Background: an optimization exercise with open tools, aiming at small area, a short achievable clock period and few clock cycles. Do not read the settings as production practice.
In this exercise RTL edits were held to simulation tests only and were not proved equivalent to the original.
Power is estimated from default activity; no workload was simulated.

## crc_unit
module crc_unit (
    input  wire        clk,
    input  wire        rst,
    input  wire        fs,
    input  wire        req,
    input  wire        we,
    input  wire [7:0]  addr,
    input  wire [31:0] wdata,
    output wire        ready,
    output wire [31:0] rdata
);
    reg        wr;        
    reg        fsq;       
    reg [7:2]  aq;        
    reg [31:0] wd;        
    wire [5:0] widx   = aq[7:2];
    wire [2:0] blk    = aq[7:5];    
    wire [2:0] reg_id = aq[4:2];
    reg [3:0] ctl;        
    reg [3:0] mismatch;   
    reg [3:0] mm_sat;     
    reg       cfg_rej;    
    reg [5:0]  cfg     [0:3];
    reg [15:0] cfg2    [0:3];   
    reg [31:0] val     [0:3];   
    reg [31:0] res_raw [0:3];   
    reg [1:0]  res_poly[0:3];   
    reg [2:0]  cnt     [0:3];   
    reg [31:0] mm_cnt  [0:3];
    reg [3:0]  active, open;
    reg [3:0]  val_ok;          
    reg [3:0]  res_ok;          
    reg [3:0] s_ch;                   
    reg [3:0] s_cfg, s_cfg2, s_mm;    
    reg       s_ctl, s_stat;          
    reg [1:0]  poly_s;
    reg [31:0] val_s;
    integer k;
    always @(*) begin
        poly_s = 2'd0;
        val_s  = 32'd0;
        for (k = 0; k < 4; k = k + 1) begin
            poly_s = poly_s | ({2{s_ch[k]}} & cfg[k][1:0]);
            val_s  = val_s  | ({32{s_ch[k]}} & val[k]);
        end
    end
    wire [31:0] val_new;
    crc_engine u_eng (.poly(poly_s), .op(reg_id), .c(val_s), .d(wd), .vn(val_new));
    wire [3:0] reject, mm_event, sat_event, end_pend;
    wire [3:0] val_ok_n, res_ok_n, end_pend_n;   
    wire [1:0] res_poly_n [0:3];
    wire [3:0] ctl_n = (wr && widx == 6'd0) ? wd[3:0] : ctl;
    wire [31:0] wd_r = rst ? 32'd0 : wd;    
    genvar c;
    generate
        for (c = 0; c < 4; c = c + 1) begin : chn
            wire [1:0] poly  = cfg[c][1:0];
            wire [2:0] snoop = cfg[c][4:2];
            wire       dir   = cfg[c][5];
            wire sel       = wr && (blk == c + 1);
  ...
For scale: roughly 3100 cells after synthesis, roughly 33000 µm² of cells after synthesis.
export LEC_CHECK = 0
export CAP_MARGIN = 20
export CORE_MARGIN = 2
export CORE_UTILIZATION = 40
export CTS_CLUSTER_DIAMETER = 90
export CTS_CLUSTER_SIZE = 24
export GPL_TIMING_DRIVEN = 0
export SLEW_MARGIN = 20
create_clock -name core_clock -period 10.0 [get_ports {clk}]
standard.sh (not shown) runs the stock make flow with config.mk's settings and CLKGATE_MAP_FILE= SYNTH_SCRIPT=/design/flow/synth_recipe.tcl, a recipe that flattens the netlist after the stock synthesis.
==> flow/flow/run.sh <==
#!/bin/bash
# Own layout flow. Each tool's output goes to a log of its own here
# (map_engine.log, standard.log; ORFS also keeps each step's log under
# orfs/logs/).
#
# 1. The CRC engine module (crc_engine, no registers) is mapped on its own:
#    its XOR network is kept as written in the RTL (each XOR becomes one
#    xor2 cell, flow/xmap.v), and ABC maps only its output multiplexers.
set -o pipefail
here=$(pwd)
lib=$FLOW_HOME/platforms/sky130hd/lib/sky130_fd_sc_hd__tt_025C_1v80.lib
cat > map_engine.ys <<EOT
read_verilog $here/design.v
hierarchy -top crc_engine
synth -top crc_engine -flatten -noshare -nofsm -noabc
techmap -map $here/flow/xmap.v
abc -liberty $lib -dont_use *lpflow* -dont_use *probe*
opt_clean -purge
stat -liberty $lib
write_verilog -noattr -noexpr $here/engine_mapped.v
EOT
yosys -s map_engine.ys > map_engine.log 2>&1 || exit 1
# design_mapped.v: design.v with the crc_engine module replaced by its netlist
python3 - "$here" <<'EOT' || exit 1
import re, sys
here = sys.argv[1]
d = open(here + '/design.v').read()
m = re.search(r'(?ms)^\s*module\s+crc_engine\b.*?^\s*endmodule\b[^\n]*\n?', d)
assert m, 'crc_engine not found'
e = open(here + '/engine_mapped.v').read()
open(here + '/design_mapped.v', 'w').write(d[:m.start()] + d[m.end():] + '\n' + e)
EOT
export SETUP_SLACK_MARGIN=5.56
export BUFFER_PORTS_ARGS="-buffer_cell sky130_fd_sc_hd__buf_1"
export CTS_ARGS="-sink_clustering_enable -repair_clock_nets -sink_clustering_size 24 -sink_clustering_max_diameter 90 -dont_use_dummy_load"
bash standard.sh VERILOG_FILES="$here/design_mapped.v" finish > standard.log 2>&1
==> flow/flow/xmap.v <==
module \$_XOR_ (input A, input B, output Y); sky130_fd_sc_hd__xor2_1 _TECHMAP_REPLACE_ (.A(A), .B(B), .X(Y)); endmodule
module \$_XNOR_ (input A, input B, output Y); sky130_fd_sc_hd__xnor2_1 _TECHMAP_REPLACE_ (.A(A), .B(B), .Y(Y)); endmodule
The baseline completed without violations.
Testbench counts at the start, summed over its fixed seeds: cycles 57,215.
Then changed:
--- a/flow/flow/run.sh
+++ b/flow/flow/run.sh
@@ -6,5 +6,7 @@
 # 1. The CRC engine module (crc_engine, no registers) is mapped on its own:
 #    its XOR network is kept as written in the RTL (each XOR becomes one
-#    xor2 cell, flow/xmap.v), and ABC maps only its output multiplexers.
+#    xor2 cell, flow/xmap.v), and ABC maps only its output multiplexers,
+#    with an 800 ps delay target; XOR cells driving four or more pins are
+#    given the stronger xor2_2.
 set -o pipefail
 here=$(pwd)
@@ -15,5 +17,5 @@
 synth -top crc_engine -flatten -noshare -nofsm -noabc
 techmap -map $here/flow/xmap.v
-abc -liberty $lib -dont_use *lpflow* -dont_use *probe*
+abc -liberty $lib -dont_use *lpflow* -dont_use *probe* -script +strash;dch;map,-D,800
 opt_clean -purge
 stat -liberty $lib
@@ -29,4 +31,14 @@
 assert m, 'crc_engine not found'
 e = open(here + '/engine_mapped.v').read()
+# XOR cells that drive four or more pins get the stronger xor2_2.
+fan = {}
+for body in re.findall(r'sky130_fd_sc_hd__\w+\s+\S+\s*\((.*?)\);', e, re.S):
+    for p, net in re.findall(r'\.(\w+)\(([^()]*)\)', body):
+        if p not in ('X', 'Y'):
+            fan[net.strip()] = fan.get(net.strip(), 0) + 1
+def up(m):
+    net = re.search(r'\.X\(([^()]*)\)', m.group(0)).group(1).strip()
+    return m.group(0).replace('xor2_1', 'xor2_2', 1) if fan.get(net, 0) >= 4 else m.group(0)
+e = re.sub(r'sky130_fd_sc_hd__xor2_1\s+\S+\s*\(.*?\);', up, e, flags=re.S)
 open(here + '/design_mapped.v', 'w').write(d[:m.start()] + d[m.end():] + '\n' + e)
 EOT
GPL_TIMING_DRIVEN = not set   (was 0)
=> The new run finished with timing, DRC and antenna clean. Global-route usage drops by 3.8 points. Worst hold slack loses 0.0061 ns. Non-clock buffer count drops by 172. Fmax barely changes. Synthesized cell count climbs slightly. Clock skew climbs by 0.0043 ns. Worst setup slack gains 0.0094 ns. Final area drops by a few percent. Combinational power drops by a little under a tenth.
Then changed:
--- a/flow/flow/run.sh
+++ b/flow/flow/run.sh
@@ -6,7 +6,5 @@
 # 1. The CRC engine module (crc_engine, no registers) is mapped on its own:
 #    its XOR network is kept as written in the RTL (each XOR becomes one
-#    xor2 cell, flow/xmap.v), and ABC maps only its output multiplexers,
-#    with an 800 ps delay target; XOR cells driving four or more pins are
-#    given the stronger xor2_2.
+#    xor2 cell, flow/xmap.v), and ABC maps only its output multiplexers.
 set -o pipefail
 here=$(pwd)
@@ -17,5 +15,5 @@
 synth -top crc_engine -flatten -noshare -nofsm -noabc
 techmap -map $here/flow/xmap.v
-abc -liberty $lib -dont_use *lpflow* -dont_use *probe* -script +strash;dch;map,-D,800
+abc -liberty $lib -dont_use *lpflow* -dont_use *probe*
 opt_clean -purge
 stat -liberty $lib
@@ -31,14 +29,4 @@
 assert m, 'crc_engine not found'
 e = open(here + '/engine_mapped.v').read()
-# XOR cells that drive four or more pins get the stronger xor2_2.
-fan = {}
-for body in re.findall(r'sky130_fd_sc_hd__\w+\s+\S+\s*\((.*?)\);', e, re.S):
-    for p, net in re.findall(r'\.(\w+)\(([^()]*)\)', body):
-        if p not in ('X', 'Y'):
-            fan[net.strip()] = fan.get(net.strip(), 0) + 1
-def up(m):
-    net = re.search(r'\.X\(([^()]*)\)', m.group(0)).group(1).strip()
-    return m.group(0).replace('xor2_1', 'xor2_2', 1) if fan.get(net, 0) >= 4 else m.group(0)
-e = re.sub(r'sky130_fd_sc_hd__xor2_1\s+\S+\s*\(.*?\);', up, e, flags=re.S)
 open(here + '/design_mapped.v', 'w').write(d[:m.start()] + d[m.end():] + '\n' + e)
 EOT
GPL_ROUTABILITY_DRIVEN = 0   (was not set)
Effect: The new run completed without violations; wire length decreases by 0.64%; die area decreases by 2.4%; worst hold slack gets worse by 0.015 ns; clock skew increases by 0.0069 ns; via count increases by 1.4%.
Then changed:
GPL_ROUTABILITY_DRIVEN = not set   (was 0)
Result:
- total power climbs slightly
- non-clock buffer count climbs by 10
- die area stays the same
- clock-buffer cell count stays the same
- cell count is about the same
- core utilization climbs by 0.13 points
- setup slack is better by 0.013 ns
- final area is about the same
- wire length climbs slightly
- clock power is about the same
- maximum frequency is about the same
Then changed:
--- a/flow/flow/run.sh
+++ b/flow/flow/run.sh
@@ -6,5 +6,7 @@
 # 1. The CRC engine module (crc_engine, no registers) is mapped on its own:
 #    its XOR network is kept as written in the RTL (each XOR becomes one
-#    xor2 cell, flow/xmap.v), and ABC maps only its output multiplexers.
+#    xor2 cell, flow/xmap.v), and ABC maps only its output multiplexers,
+#    with an 800 ps delay target; XOR cells driving three or more pins are
+#    given the stronger xor2_2.
 set -o pipefail
 here=$(pwd)
@@ -15,5 +17,5 @@
 synth -top crc_engine -flatten -noshare -nofsm -noabc
 techmap -map $here/flow/xmap.v
-abc -liberty $lib -dont_use *lpflow* -dont_use *probe*
+abc -liberty $lib -dont_use *lpflow* -dont_use *probe* -script +strash;dch;map,-D,800
 opt_clean -purge
 stat -liberty $lib
@@ -29,4 +31,14 @@
 assert m, 'crc_engine not found'
 e = open(here + '/engine_mapped.v').read()
+# XOR cells that drive three or more pins get the stronger xor2_2.
+fan = {}
+for body in re.findall(r'sky130_fd_sc_hd__\w+\s+\S+\s*\((.*?)\);', e, re.S):
+    for p, net in re.findall(r'\.(\w+)\(([^()]*)\)', body):
+        if p not in ('X', 'Y'):
+            fan[net.strip()] = fan.get(net.strip(), 0) + 1
+def up(m):
+    net = re.search(r'\.X\(([^()]*)\)', m.group(0)).group(1).strip()
+    return m.group(0).replace('xor2_1', 'xor2_2', 1) if fan.get(net, 0) >= 3 else m.group(0)
+e = re.sub(r'sky130_fd_sc_hd__xor2_1\s+\S+\s*\(.*?\);', up, e, flags=re.S)
 open(here + '/design_mapped.v', 'w').write(d[:m.start()] + d[m.end():] + '\n' + e)
 EOT
Effect: The new run ran to the end with no violations; setup slack gets better by 0.036 ns; design area increases slightly; power came out higher slightly; final cell count goes up slightly; global-route usage falls by 0.44 points.
Then changed:
==> flow/flow/run.sh (replaced) <==
#!/bin/bash
# Own layout flow. Each tool's output goes to a log of its own here
# (map_engine.log, standard.log; ORFS also keeps each step's log under
# orfs/logs/).
#
# 1. The CRC engine module (crc_engine, no registers) is mapped on its own:
#    its XOR network is kept as written in the RTL (each XOR becomes one
#    xor2 cell, flow/xmap.v), and ABC maps only its output multiplexers.
set -o pipefail
here=$(pwd)
lib=$FLOW_HOME/platforms/sky130hd/lib/sky130_fd_sc_hd__tt_025C_1v80.lib
cat > map_engine.ys <<EOT
read_verilog $here/design.v
hierarchy -top crc_engine
synth -top crc_engine -flatten -noshare -nofsm -noabc
techmap -map $here/flow/xmap.v
abc -liberty $lib -dont_use *lpflow* -dont_use *probe*
opt_clean -purge
stat -liberty $lib
write_verilog -noattr -noexpr $here/engine_mapped.v
EOT
yosys -s map_engine.ys > map_engine.log 2>&1 || exit 1
# design_mapped.v: design.v with the crc_engine module replaced by its netlist
python3 - "$here" <<'EOT' || exit 1
import re, sys
here = sys.argv[1]
d = open(here + '/design.v').read()
m = re.search(r'(?ms)^\s*module\s+crc_engine\b.*?^\s*endmodule\b[^\n]*\n?', d)
assert m, 'crc_engine not found'
e = open(here + '/engine_mapped.v').read()
open(here + '/design_mapped.v', 'w').write(d[:m.start()] + d[m.end():] + '\n' + e)
EOT
export SETUP_SLACK_MARGIN=5.75
export BUFFER_PORTS_ARGS="-buffer_cell sky130_fd_sc_hd__buf_1"
export CTS_ARGS="-sink_clustering_enable -repair_clock_nets -sink_clustering_size 24 -sink_clustering_max_diameter 90 -dont_use_dummy_load"
bash standard.sh VERILOG_FILES="$here/design_mapped.v" finish > standard.log 2>&1
=>
- clock power is lower by about 6%
- power is higher by about 0.9%
- final cell count is lower by about 0.37%

==> port drivers added, routing unchanged <==
In the flow no input, the clock included, has a driving cell. The finished layouts below were timed again as built, in two steps.
Step 1, drivers: a clkbuf_16 drives clk and a buf_2 each remaining input, both assumed.
Step 2 also shifts input and output timing later by t, the mid clock arrival at the registers, as if the neighbouring blocks saw the same clock.
Slacks: ideal ports / drivers / drivers and shift; pairs: ideal ports / drivers.
run | t (ns) | setup slack, ns | slew at the worst register clock pin (ns)
the first run | 0.626 | 5.533 / 5.472 / 5.087 | 0.11 / 0.11
the second run | 0.625 | 5.543 / 5.483 / 5.544 | 0.10 / 0.10
the third run | 0.673 | 5.502 / 5.477 / 5.502 | 0.10 / 0.10
the fourth run | 0.672 | 5.515 / 5.473 / 5.102 | 0.10 / 0.10
the fifth run | 0.613 | 5.550 / 5.529 / 5.529 | 0.10 / 0.10
the sixth run | 0.673 | 5.568 / 5.545 / 5.545 | 0.10 / 0.10
After both steps setup and hold are still met in every run listed. For the first run, which loses most, drivers alone change the setup slack by -0.061 ns; drivers and shift together by -0.446 ns.
